Source: an optimization exercise on an open RTL-to-GDS flow (aim: small area, a short achievable clock period and few clock cycles). Production flows keep margins and buffers that such runs may drop.
At most, simulation tests tie the RTL to the original design; equivalence was not proved.
Power and IR drop assume default switching activity.

// turf_dec
module turf_dec (
    input  wire       clk,
    input  wire       rst,         
    input  wire       start,       
    input  wire [6:0] width_m1,    
    input  wire       in_valid,
    input  wire [7:0] in_data,
    output wire       in_ready,
    output reg        out_valid,
    output reg  [7:0] out_data,
    output reg        out_last,    
    input  wire       out_ready,
    output wire       err
);
    localparam QN = 2;             
    localparam QW = 1;             
    localparam [1:0] G_LIT = 2'd0,   
                     G_ABV = 2'd2,   
                     G_DLT = 2'd3;   
    localparam [2:0] P_IDLE = 3'd0,
                     P_HDR  = 3'd1,    
                     P_RAW  = 3'd2,    
                     P_TOK  = 3'd3,    
                     P_EXT  = 3'd4,    
                     P_LIT  = 3'd5,    
                     P_REPV = 3'd6,    
                     P_DLT  = 3'd7;    
    reg  [6:0] wm;                 
    reg        bv, skv;
    reg  [7:0] bd, sk;
    reg        p_pop;
    assign in_ready = !skv;
    wire   take     = in_valid && !skv;
    always @(posedge clk) begin
        if (rst || start) begin
            bv  <= 1'b0;
            skv <= 1'b0;
        end else begin
            if (!bv || p_pop) begin
                bv <= skv || take;
                bd <= skv ? sk : in_data;
                skv <= 1'b0;
            end else if (take) begin
                skv <= 1'b1;
                sk  <= in_data;
            end
        end
    end
    reg  [2:0] ps;
    reg        perr;
    reg  [1:0] hcnt;
    reg  [8:0] brem;               
    reg        big;                
    reg  [7:0] xq;                 
    reg  [6:0] tokl;               
    reg  [1:0] ttyp;
    reg  [6:0] tq;                 
    reg        dodd;               
    reg        rdone;              
    reg        q_full;
    reg        push;
    reg  [1:0] push_t;
    reg  [6:0] push_c;
    reg  [2:0] ps_n;
    reg        perr_n;
    assign err = perr;
    wire body_end = !big && brem == 9'd0;
    wire body_one = !big && brem == 9'd1;    
    wire ext      = bd[5:1] == 5'b11111;      
    wire is_tok   = (ps == P_TOK);
  ...
For scale: ~32 I/O pins, ~42,000 um^2 of cells after synthesis.
==> flow/config.mk <==
export PLATFORM = sky130hd
export DESIGN_NAME = turf_dec
export DESIGN_NICKNAME = turf_dec
export VERILOG_FILES = /design/flow/design.v
export SDC_FILE = /design/flow/constraint.sdc
export NUM_CORES = 4
export LEC_CHECK = 0
export ABC_CLOCK_PERIOD_IN_PS = 2700
export CAP_MARGIN = 20
export CORE_MARGIN = 2
export CORE_UTILIZATION = 40
export PLACE_DENSITY = 0.6
export SLEW_MARGIN = 20
==> flow/constraint.sdc <==
create_clock -name core_clock -period 8.0 [get_ports {clk}]
set_input_delay 1.6000 -clock core_clock [delete_from_list [all_inputs] [get_ports {clk}]]
set_output_delay 1.6000 -clock core_clock [all_outputs]
set_load 0.01 [all_outputs]
standard.sh (not shown) runs the stock make flow with config.mk's settings and CLKGATE_MAP_FILE= SYNTH_SCRIPT=/design/flow/synth_recipe.tcl, a recipe that flattens the netlist after the stock synthesis.
==> flow/flow/run.sh <==
#!/bin/bash
# Standard layout, with timing repair aimed at a larger setup slack than
# config.mk's settings allow. Each tool's full output goes to its own log.
set -euo pipefail
bash standard.sh SETUP_SLACK_MARGIN=5.4 synth > make_synth.log 2>&1
bash standard.sh SETUP_SLACK_MARGIN=5.4 finish > make_finish.log 2>&1
The baseline ran to the end with no violations.
Testbench counts at the start, summed over its fixed seeds: cycles 66,280.
Next try:
--- a/flow/config.mk
+++ b/flow/config.mk
@@ -11,0 +12,3 @@
+export CTS_BUF_LIST = sky130_fd_sc_hd__clkbuf_16
+export CTS_CLUSTER_DIAMETER = 60
+export CTS_CLUSTER_SIZE = 35
Outcome: The changed run completed with no timing, DRC or antenna violations. Final area went down by 0.81%. Die area does not change. Utilization went down by 0.38 points. Total power falls by 2.9%. Cell count decreases by 1.6%. Global-route usage fell by 0.36 points. Maximum frequency increases by about 1.1%. Synthesized area does not change. Routed wire length is lower by about 1.2%. Hold slack improves by 18 ps.
Next try:
==> flow/run.sh (new file) <==
#!/bin/bash
# synth_recipe.tcl (not shown) runs the flow's synth.tcl, then flattens the netlist and writes it again
# the make line also repeats each setting of config.mk as NAME=value (left out here)
make -C /OpenROAD-flow-scripts/flow DESIGN_CONFIG=/design/flow/config.mk WORK_HOME=/design/flow/orfs CLKGATE_MAP_FILE= SYNTH_SCRIPT=/design/flow/synth_recipe.tcl finish
--- a/flow/config.mk
+++ b/flow/config.mk
@@ -8 +8 @@
-export ABC_CLOCK_PERIOD_IN_PS = 2700
+export ABC_CLOCK_PERIOD_IN_PS = 3000
@@ -12,3 +11,0 @@
-export CTS_BUF_LIST = sky130_fd_sc_hd__clkbuf_16
-export CTS_CLUSTER_DIAMETER = 60
-export CTS_CLUSTER_SIZE = 35
@@ -15,0 +13 @@
+export SETUP_SLACK_MARGIN = 5
removed: flow/flow/run.sh
removed: flow/standard.sh
Global-route usage is higher by 0.15 points.
Final area is lower slightly.
Combinational power went down by roughly a tenth.
Via count stays flat.
Sequential power stays flat.
Setup slack degrades by 120 ps.
Synthesized area stays the same.
Power climbs by a few percent.
Clock-buffer cell count came out higher by 65.
Clock skew increases by 23 ps.
Next try:
==> flow/flow/run.sh (new file) <==
#!/bin/bash
# Standard layout, with timing repair aimed at a larger setup slack than
# config.mk's settings allow. Each tool's full output goes to its own log.
set -euo pipefail
bash standard.sh SETUP_SLACK_MARGIN=5.4 synth > make_synth.log 2>&1
bash standard.sh SETUP_SLACK_MARGIN=5.4 finish > make_finish.log 2>&1
==> flow/standard.sh (new file) <==
#!/bin/bash
# synth_recipe.tcl (not shown) runs the flow's synth.tcl, then flattens the netlist and writes it again
# the make line also repeats each setting of config.mk as NAME=value (left out here)
make -C /OpenROAD-flow-scripts/flow DESIGN_CONFIG=/design/flow/config.mk WORK_HOME=/design/flow/orfs CLKGATE_MAP_FILE= SYNTH_SCRIPT=/design/flow/synth_recipe.tcl "${@:-finish}"
--- a/flow/config.mk
+++ b/flow/config.mk
@@ -8 +8 @@
-export ABC_CLOCK_PERIOD_IN_PS = 3000
+export ABC_CLOCK_PERIOD_IN_PS = 2700
@@ -11,3 +11,5 @@
-export CORE_UTILIZATION = 40
-export PLACE_DENSITY = 0.6
-export SETUP_SLACK_MARGIN = 5
+export CORE_UTILIZATION = 55
+export CTS_BUF_LIST = sky130_fd_sc_hd__clkbuf_16
+export CTS_CLUSTER_DIAMETER = 100
+export CTS_CLUSTER_SIZE = 30
+export PLACE_DENSITY = 0.7
removed: flow/run.sh
The new run finished clean.
Maximum frequency rose by 5.6%.
Routed wire length goes down by 5.4%.
Final cell count shrinks by 13%.
Cell area fell by 4.5%.
Synthesized cell count stays the same.
Setup slack is better by 150 ps.
Total power fell by 20%.

turf_dec, a different RTL version from the one above (not shown whole).
Size: roughly 1,200 flip-flops, roughly 32 I/O pins, ~41,000 sq um of cells after synthesis.
Settings: LEC_CHECK=0, ABC_CLOCK_PERIOD_IN_PS=2700, CAP_MARGIN=20, CORE_MARGIN=2, CORE_UTILIZATION=55, CTS_BUF_LIST=sky130_fd_sc_hd__clkbuf_16, CTS_CLUSTER_DIAMETER=100, CTS_CLUSTER_SIZE=30, PLACE_DENSITY=0.7, SLEW_MARGIN=20; clock period 8.0 ns.
==> flow/flow/run.sh <==
#!/bin/bash
# Standard layout, with timing repair aimed at a larger setup slack than
# config.mk's settings allow. Each tool's full output goes to its own log.
set -euo pipefail
bash standard.sh SETUP_SLACK_MARGIN=5.25 synth > make_synth.log 2>&1
bash standard.sh SETUP_SLACK_MARGIN=5.25 finish > make_finish.log 2>&1
Testbench counts at the start, summed over its fixed seeds: cycles 66,280.
Next try:
==> flow/flow/run.sh (replaced) <==
#!/bin/bash
# Standard layout, with timing repair aimed at a larger setup slack than
# config.mk's settings allow and the pixel output ports kept on one edge.
# Each tool's full output goes to its own log.
set -euo pipefail
K=("SETUP_SLACK_MARGIN=5.45" "IO_CONSTRAINTS=$PWD/flow/io.tcl")
bash standard.sh "${K[@]}" synth > make_synth.log 2>&1
bash standard.sh "${K[@]}" finish > make_finish.log 2>&1
==> flow/flow/io.tcl (new file) <==
# Keep the pixel output port and its handshake together on the bottom edge.
set_io_pin_constraint -pin_names {out_valid out_ready out_last out_data[0] out_data[1] out_data[2] out_data[3] out_data[4] out_data[5] out_data[6] out_data[7]} -region bottom:*
Settings changed: ABC_AREA from default to 1, ABC_CLOCK_PERIOD_IN_PS 2700 to default.
Effect: The new run ran to the end with no violations. Final cell count rises by a little under a tenth. First-iteration DRC count falls by a few percent. Total power barely changes. Global-route usage rises by 0.89 points. Critical path depth is unchanged. Routed wire length rises by a few percent. Worst setup slack improves by 71 ps. Synthesized area falls slightly. Die area falls slightly. Clock-buffer cell count rises by 4.
Next try:
==> flow/flow/run.sh (replaced) <==
#!/bin/bash
# Standard layout, with timing repair aimed at a larger setup slack than
# config.mk's settings allow, and a flatter clock tree. Each tool's full
# output goes to its own log.
set -euo pipefail
M=SETUP_SLACK_MARGIN=5.3
C="CTS_ARGS=-sink_clustering_enable -repair_clock_nets -sink_clustering_size 30 -sink_clustering_max_diameter 100 -buf_list sky130_fd_sc_hd__clkbuf_16 -root_buf sky130_fd_sc_hd__clkbuf_16 -distance_between_buffers 1000 -branching_point_buffers_distance 1000"
bash standard.sh $M "$C" synth > make_synth.log 2>&1
bash standard.sh $M "$C" finish > make_finish.log 2>&1
Settings changed: ABC_AREA 1 to default, ABC_CLOCK_PERIOD_IN_PS from default to 2700.
removed: flow/flow/io.tcl
The new run went through all stages and came out clean; sequential power came out higher by about 0.9%; non-clock buffer count came out lower by 5; synthesized area came out higher by 0.33%; design area came out lower by 0.46%; cell count came out lower by 6.6%; global-route usage came out lower by 0.54 points; worst hold slack is about the same; total power barely changes; clock-buffer cell count came out lower by 2; worst setup slack got worse by 58 ps.

Setup of exp/sierra:
The RTL this note starts from:
==> flow/design.v <==
module turf_dec (
    input  wire       clk,
    input  wire       rst,         
    input  wire       start,       
    input  wire [6:0] width_m1,    
    input  wire       in_valid,
    input  wire [7:0] in_data,
    output wire       in_ready,
    output reg        out_valid,
    output reg  [7:0] out_data,
    output reg        out_last,    
    input  wire       out_ready,
    output wire       err
);
    localparam QN = 2;             
    localparam QW = 1;             
    localparam [1:0] G_LIT = 2'd0,   
                     G_ABV = 2'd2,   
                     G_DLT = 2'd3;   
    localparam [2:0] P_IDLE = 3'd0,
                     P_HDR  = 3'd1,    
                     P_RAW  = 3'd2,    
                     P_TOK  = 3'd3,    
                     P_EXT  = 3'd4,    
                     P_LIT  = 3'd5,    
                     P_REPV = 3'd6,    
                     P_DLT  = 3'd7;    
    reg  [6:0] wm;                 
    reg        bv, skv;
    reg  [7:0] bd, sk;
    reg        p_pop;
    assign in_ready = !skv;
    wire   take     = in_valid && !skv;
    always @(posedge clk) begin
        if (rst || start) begin
            bv  <= 1'b0;
            skv <= 1'b0;
        end else begin
            if (!bv || p_pop) begin
                bv <= skv || take;
                bd <= skv ? sk : in_data;
                skv <= 1'b0;
            end else if (take) begin
                skv <= 1'b1;
                sk  <= in_data;
            end
        end
    end
    reg  [2:0] ps;
    reg        perr;
    reg  [1:0] hcnt;
    reg  [8:0] brem;               
    reg        big;                
    reg  [7:0] xq;                 
    reg  [6:0] tokl;               
    reg  [1:0] ttyp;
    reg  [6:0] tq;                 
    reg        dodd;               
    reg        rdone;              
    reg        q_full;
    reg        push;
    reg  [1:0] push_t;
    reg  [6:0] push_c;
    reg  [2:0] ps_n;
    reg        perr_n;
    assign err = perr;
    wire body_end = !big && brem == 9'd0;
    wire body_one = !big && brem == 9'd1;    
    wire ext      = bd[5:1] == 5'b11111;      
    wire is_tok   = (ps == P_TOK);
    wire [7:0] lq    = is_tok ? {2'd0, bd[5:0]} : bd;       
    wire [6:0] mq    = is_tok ? {1'b0, bd[5:0]} : bd[6:0] + 7'd62;
    wire       m_ok  = !xq[7] && lq <= xq;
    wire       m_end = lq == xq;
    wire [7:0] xq_n  = xq + ~lq;
    wire       tend  = rdone ? body_one : 1'b0;
    wire p_nopush = (ps == P_HDR && hcnt != 2'd3) ||
                    (is_tok && (bd[7:6] != 2'd2 || ext)) ||
                    (ps == P_EXT && ttyp != 2'd2);
    wire p_run    = !perr && ps != P_IDLE;
    always @(*) begin
        p_pop  = bv && p_run && (!q_full || p_nopush);
        push   = 1'b0;
        push_t = G_LIT;
        push_c = 7'd0;
        ps_n   = ps;
        perr_n = 1'b0;
        case (ps)
            P_HDR: if (p_pop && hcnt == 2'd3) begin
                if (bd[7:2] != 6'd0 || bd[1:0] == 2'b11)
                    perr_n = 1'b1;
                if (bd[1:0] == 2'b01) begin
                    ps_n = P_RAW;
                    if (big || brem != {2'b0, wm} + 9'd1)
                        perr_n = 1'b1;
                end else if (bd[1:0] == 2'b10) begin
                    push   = 1'b1;
                    push_t = G_ABV;
                    push_c = wm;
                    if (!body_end)
                        perr_n = 1'b1;
                end else
                    ps_n = P_TOK;
            end
            P_RAW: if (p_pop) begin
                push = 1'b1;
                if (xq == 8'd0) ps_n = P_HDR;
            end
            P_TOK, P_EXT: begin
                if (body_end)
                    perr_n = 1'b1;
                if (p_pop) begin
                    if (is_tok && (tokl == 7'd0 || bd[5:0] == 6'd63))
                        perr_n = 1'b1;
                    if (is_tok && ext)
                        ps_n = P_EXT;
                    else begin
                        if (!m_ok)
                            perr_n = 1'b1;
                        case (is_tok ? bd[7:6] : ttyp)
                            2'd0: ps_n = P_LIT;
                            2'd1: ps_n = P_REPV;
                            2'd3: ps_n = P_DLT;
                            default: begin
                                push   = 1'b1;
                                push_t = G_ABV;
                                push_c = mq;
                                if (m_end) begin
                                    ps_n = P_HDR;
                                    if (!body_one) perr_n = 1'b1;
                                end else
                                    ps_n = P_TOK;
                            end
                        endcase
                    end
                end
            end
            P_LIT, P_REPV, P_DLT: begin
                if (body_end)
                    perr_n = 1'b1;
                if (p_pop) begin
                    push = 1'b1;
                    if (ps == P_REPV)
                        push_c = tq;
                    else if (ps == P_DLT) begin
                        push_t = G_DLT;
                        push_c = (tq == 7'd0 && dodd) ? 7'd0 : 7'd1;
                        if (tq == 7'd0 && dodd && bd[7:4] != 4'd0)
                            perr_n = 1'b1;
                    end
                    if (ps == P_REPV || tq == 7'd0) begin
                        if (rdone) begin
                            ps_n = P_HDR;
                            if (!body_one) perr_n = 1'b1;
                        end else
                            ps_n = P_TOK;
                    end
                end
            end
            default: ;
        endcase
    end
    always @(posedge clk) begin
        if (rst) begin
            ps   <= P_IDLE;
            perr <= 1'b0;
        end else if (start) begin
            ps   <= P_HDR;
            perr <= 1'b0;
            hcnt <= 2'd0;
            wm   <= width_m1;
        end else begin
            if (perr_n)
                perr <= 1'b1;
            ps <= ps_n;
            if (p_pop) begin
                if (ps != P_HDR)
                    brem <= brem - 9'd1;
                case (ps)
                    P_HDR: begin
                        hcnt <= hcnt + 2'd1;
                        case (hcnt)
                            2'd0: begin brem[7:0] <= bd; big <= 1'b0; end
                            2'd1: begin brem[8] <= bd[0]; big <= bd[7:1] != 7'd0; end
                            2'd2: if (bd != 8'd0) big <= 1'b1;
                            default: begin
                                xq   <= {1'b0, wm};
                                tokl <= {1'b0, wm[6:1]} + 7'd17;
                            end
                        endcase
                    end
                    P_RAW: xq <= xq - 8'd1;
                    P_TOK: begin
                        tokl <= tokl - 7'd1;
                        ttyp <= bd[7:6];
                        if (ext)
                            xq <= xq - 8'd62;
                        else
                            xq <= xq_n;
                    end
                    P_EXT: xq <= xq_n;
                    P_LIT, P_DLT: tq <= tq - 7'd1;
                    default: ;
                endcase
                if ((is_tok && !ext) || ps == P_EXT) begin
                    tq    <= ((is_tok ? bd[7:6] : ttyp) == 2'd3) ? {1'b0, mq[6:1]} : mq;
                    dodd  <= !mq[0];
                    rdone <= m_end;
                end
            end
        end
    end
    reg  [1:0] qt [0:QN-1];
    reg  [6:0] qc [0:QN-1];
    reg  [7:0] qv [0:QN-1];
    reg  [QW-1:0] qwp, qrp;
    reg  [QW:0]   qn;
    reg        cv;                 
    reg  [1:0] ct;
    reg  [6:0] cc;
    reg  [7:0] cval;
    wire       can_out = !out_valid || out_ready;
    wire       emit    = cv && can_out;
    wire       cfree   = !cv || (emit && cc == 7'd0);
    wire       q_empty = (qn == 0);
    wire       q_pop   = cfree && !q_empty;
    wire       q_push  = push && !(cfree && q_empty);
    always @(posedge clk) begin
        if (rst || start) begin
            cv     <= 1'b0;
            qn     <= 0;
            qwp    <= 0;
            qrp    <= 0;
            q_full <= 1'b0;
        end else begin
            if (q_push) begin
                qt[qwp] <= push_t;
                qc[qwp] <= push_c;
                qv[qwp] <= bd;
                qwp     <= (qwp == QN - 1) ? 0 : qwp + 1;
            end
            if (q_pop)
                qrp <= (qrp == QN - 1) ? 0 : qrp + 1;
            if (q_push && !q_pop) begin
                qn     <= qn + 1;
                q_full <= (qn == QN - 1);
            end else if (q_pop && !q_push) begin
                qn     <= qn - 1;
                q_full <= 1'b0;
            end
            if (cfree) begin
                cv <= !q_empty || push;
                if (!q_empty) begin
                    ct   <= qt[qrp];
                    cc   <= qc[qrp];
                    cval <= qv[qrp];
                end else begin
                    ct   <= push_t;
                    cc   <= push_c;
                    cval <= bd;
                end
            end else if (emit) begin
                cc <= cc - 7'd1;
                if (ct == G_DLT)
                    cval <= {4'd0, cval[7:4]};
            end
        end
    end
    reg        frow;               
    reg        rs;                 
    reg  [6:0] ex;                 
    reg  [7:0] dl2;                
    wire [7:0] prev    = rs ? 8'd0 : out_data;
    wire [7:0] above   = frow ? 8'd0 : dl2;
    wire [7:0] dpix    = prev + {{4{cval[3]}}, cval[3:0]};
    wire [7:0] pix     = (ct == G_ABV) ? above :
                         (ct == G_DLT) ? dpix : cval;
    wire       last    = (ex == wm);
    wire [6:0] dsel = wm - 7'd1;
    wire [7:0] tap [0:7];
    assign tap[0] = out_data;
    genvar gi;
    generate
        for (gi = 0; gi < 7; gi = gi + 1) begin : g_seg
            localparam integer L = 1 << (6 - gi);             
            reg [8*L-1:0] sr;
            if (L == 1) begin : g_one
                always @(posedge clk)
                    if (emit) sr <= tap[gi];
            end else begin : g_many
                always @(posedge clk)
                    if (emit) sr <= {sr[8*L-9:0], tap[gi]};
            end
            assign tap[gi + 1] = dsel[6 - gi] ? sr[8*L-1 -: 8] : tap[gi];
        end
    endgenerate
    always @(posedge clk) begin
        if (emit) begin
            out_data <= pix;
            out_last <= last;
            dl2      <= (wm == 7'd0) ? pix : tap[7];
        end
    end
    always @(posedge clk) begin
        if (rst || start) begin
            out_valid <= 1'b0;
            frow      <= 1'b1;
            rs        <= 1'b1;
            ex        <= 7'd0;
        end else begin
            if (emit) begin
                out_valid <= 1'b1;
                rs        <= last;
                if (last) begin
                    ex   <= 7'd0;
                    frow <= 1'b0;
                end else
                    ex <= ex + 7'd1;
            end else if (out_ready)
                out_valid <= 1'b0;
        end
    end
endmodule
Settings: LEC_CHECK=0, ABC_CLOCK_PERIOD_IN_PS=3000, CAP_MARGIN=20, CORE_MARGIN=2, CORE_UTILIZATION=40, PLACE_DENSITY=0.6, SETUP_SLACK_MARGIN=4.5, SLEW_MARGIN=20; clock period 8.0 ns.
run.sh (not shown) runs the stock make flow with config.mk's settings and CLKGATE_MAP_FILE= SYNTH_SCRIPT=/design/flow/synth_recipe.tcl, a recipe that flattens the netlist after the stock synthesis.
Stock flow here: none of the scripts above is used.
exp/sierra has completed all stages; timing, DRC and antenna checks passed.
Relative to exp/sierra, the following input files were edited for exp/pepper:
# exp/sierra
export LEC_CHECK = 0
export ABC_CLOCK_PERIOD_IN_PS = 3000
export CAP_MARGIN = 20
export CORE_MARGIN = 2
export CORE_UTILIZATION = 40
export PLACE_DENSITY = 0.6
export SETUP_SLACK_MARGIN = 4.5
export SLEW_MARGIN = 20
create_clock -name core_clock -period 8.0 [get_ports {clk}]
# exp/pepper
export LEC_CHECK = 0
export ABC_CLOCK_PERIOD_IN_PS = 3000
export CAP_MARGIN = 20
export CORE_MARGIN = 2
export CORE_UTILIZATION = 40
export PLACE_DENSITY = 0.6
export SETUP_SLACK_MARGIN = 5
export SLEW_MARGIN = 20
create_clock -name core_clock -period 8.0 [get_ports {clk}]
Results
Between exp/sierra and exp/pepper, the flow reports leakage component of the power decreasing slightly. When exp/pepper is measured against exp/sierra, its pre-CTS setup slack turns out 280 ps higher. Fraction of power consumed by the clock network in exp/pepper is 1.5 points below exp/sierra. Between exp/sierra and exp/pepper, the non-filler instance count after layout does not differ in any meaningful way. Between exp/pepper and exp/sierra, the area of placed instances figures differ only marginally. Cell area after layout of exp/pepper falls short of that of exp/sierra slightly. The overall routing resource usage of exp/pepper and that of exp/sierra are within noise of each other. Sequential share of layout area (exp/pepper over exp/sierra): increase, 0.27 points. Summary: with exp/sierra as the reference, global-route wire length before repair in exp/pepper moved down slightly. Going from exp/sierra to exp/pepper, well tap count neither gained nor lost much, core utilization lost 0.16 points.
For exp/xenon, these inputs were changed with respect to exp/pepper:
# exp/pepper
export LEC_CHECK = 0
export ABC_CLOCK_PERIOD_IN_PS = 3000
export CAP_MARGIN = 20
export CORE_MARGIN = 2
export CORE_UTILIZATION = 40
export PLACE_DENSITY = 0.6
export SETUP_SLACK_MARGIN = 5
export SLEW_MARGIN = 20
create_clock -name core_clock -period 8.0 [get_ports {clk}]
# exp/xenon
export LEC_CHECK = 0
export CAP_MARGIN = 20
export CORE_MARGIN = 2
export CORE_UTILIZATION = 40
export PLACE_DENSITY = 0.6
export SLEW_MARGIN = 20
create_clock -name core_clock -period 8.0 [get_ports {clk}]
[summary]
Compared exp/xenon against exp/pepper; worst hold slack within noise. Lower pin count of the biggest net entering global routing among exp/xenon and exp/pepper: exp/pepper. The run showing the smaller area added between synthesis and finish is exp/xenon. Changes observed in exp/xenon relative to exp/pepper: summed area of non-filler cells in the final layout decreased by 0.40% relative to the old numbers; routed wire length lost about 1.4%; detailed-route wire length on metal 1 shrank by about 1.5%. The final non-filler cell total of exp/xenon is lower than that of exp/pepper. exp/pepper vs exp/xenon, cell type of the slowest stage on the worst timing path: edfxtp_1 vs buf_12. NOTE: worst endpoint required time in exp/xenon exceeds that of exp/pepper. Compared with exp/pepper, exp/xenon shows a higher share of final layout cell area taken by clock buffers and inverters.
Modified inputs, exp/yarrow compared to exp/xenon
# exp/xenon
export LEC_CHECK = 0
export CAP_MARGIN = 20
export CORE_MARGIN = 2
export CORE_UTILIZATION = 40
export PLACE_DENSITY = 0.6
export SLEW_MARGIN = 20
create_clock -name core_clock -period 8.0 [get_ports {clk}]
# exp/yarrow
export LEC_CHECK = 0
export ABC_CLOCK_PERIOD_IN_PS = 2000
export CAP_MARGIN = 20
export CORE_MARGIN = 2
export CORE_UTILIZATION = 60
export PLACE_DENSITY = 0.75
export SETUP_SLACK_MARGIN = 5
export SLEW_MARGIN = 20
create_clock -name core_clock -period 8.0 [get_ports {clk}]
--- outcome ---
- exp/yarrow was carried through to the last stage, and its layout satisfied the timing, design-rule and antenna checks.
- Taking exp/xenon as the reference, in exp/yarrow number of setup violations in the final report stayed essentially flat, post-route worst hold slack has decreased.
- Run comparison: exp/yarrow most crowded layer after global routing met2; exp/xenon most crowded layer after global routing met1
- When the final numbers for exp/yarrow and exp/xenon were put side by side, the fmax turned out to be greater in exp/yarrow.
- Going from exp/xenon to exp/yarrow, the post-CTS repair timing setup buffer count was found to have gone up by 30.
- In exp/yarrow, count of cell instances traversed by the critical path is higher than in exp/xenon.
### exp/yarrow -> exp/lagoon
# exp/yarrow
export LEC_CHECK = 0
export ABC_CLOCK_PERIOD_IN_PS = 2000
export CAP_MARGIN = 20
export CORE_MARGIN = 2
export CORE_UTILIZATION = 60
export PLACE_DENSITY = 0.75
export SETUP_SLACK_MARGIN = 5
export SLEW_MARGIN = 20
create_clock -name core_clock -period 8.0 [get_ports {clk}]
# exp/lagoon
export LEC_CHECK = 0
export ABC_CLOCK_PERIOD_IN_PS = 3000
export CAP_MARGIN = 20
export CORE_MARGIN = 2
export CORE_UTILIZATION = 40
export CTS_BUF_LIST = sky130_fd_sc_hd__clkbuf_4 sky130_fd_sc_hd__clkbuf_8 sky130_fd_sc_hd__clkbuf_16
export CTS_CLUSTER_SIZE = 20
export PLACE_DENSITY = 0.6
export SETUP_SLACK_MARGIN = 5
export SLEW_MARGIN = 20
create_clock -name core_clock -period 8.0 [get_ports {clk}]
==> comparison <==
Between exp/lagoon and exp/yarrow, the clock power does not differ in any meaningful way.
On exp/lagoon: met2 wire length is about 16% lower than what exp/yarrow gave.
In the metrics for exp/lagoon and exp/yarrow, the one carrying the lower standard cell core area is exp/yarrow.
Row count sits higher in exp/lagoon than in exp/yarrow.
exp/lagoon has less setup slack than exp/yarrow.
Function was not checked in any run of this note: the RTL went through the layout flow alone.

-- re-timing with driven ports --
No port has a modelled driver above. Below, the same layouts with a new extraction and two added sets of constraints.
Step 1 (the two cells are an assumption about what drives the block):
set clk [get_ports {clk}]
set_driving_cell -lib_cell sky130_fd_sc_hd__clkbuf_16 $clk
set_driving_cell -lib_cell sky130_fd_sc_hd__buf_2 [delete_from_list [all_inputs] $clk]
Step 2 times the ports against the registers' clock, not the clock port: input delays grow and output delays shrink by t, the midpoint of the rising clock arrivals with the driver on.
Slacks: ideal / step 1 / step 2; pairs: ideal / step 1.
run | t, ns | setup WS [ns] | worst setup path after step 2
the first run of note 1 | 0.743 | 5.165 / 5.102 / 4.692 | input to register
the second run of note 1 | 0.722 | 5.196 / 5.133 / 4.902 | input to register
the third run of note 1 | 0.742 | 5.073 / 5.008 / 4.425 | input to register
the fourth run of note 1 | 0.674 | 5.228 / 5.171 / 4.919 | input to register
the first run of note 2 | 0.694 | 5.229 / 5.166 / 4.643 | input to register
the second run of note 2 | 0.693 | 5.300 / 5.238 / 4.828 | input to register
the third run of note 2 | 0.672 | 5.242 / 5.185 / 4.701 | input to register
exp/sierra | 0.728 | 4.521 / 4.475 / 3.836 | input to register
exp/pepper | 0.744 | 4.963 / 4.897 / 4.221 | input to register
exp/xenon | 0.722 | 3.963 / 3.953 / 3.230 | input to register
exp/yarrow | 0.728 | 4.999 / 4.993 / 4.310 | input to register
exp/lagoon | 0.742 | 4.930 / 4.909 / 4.185 | input to register
After both steps setup and hold are still met in every run listed. The setup slack of exp/lagoon, which loses most, moves by -0.021 ns with the drivers and by -0.745 ns with both steps.
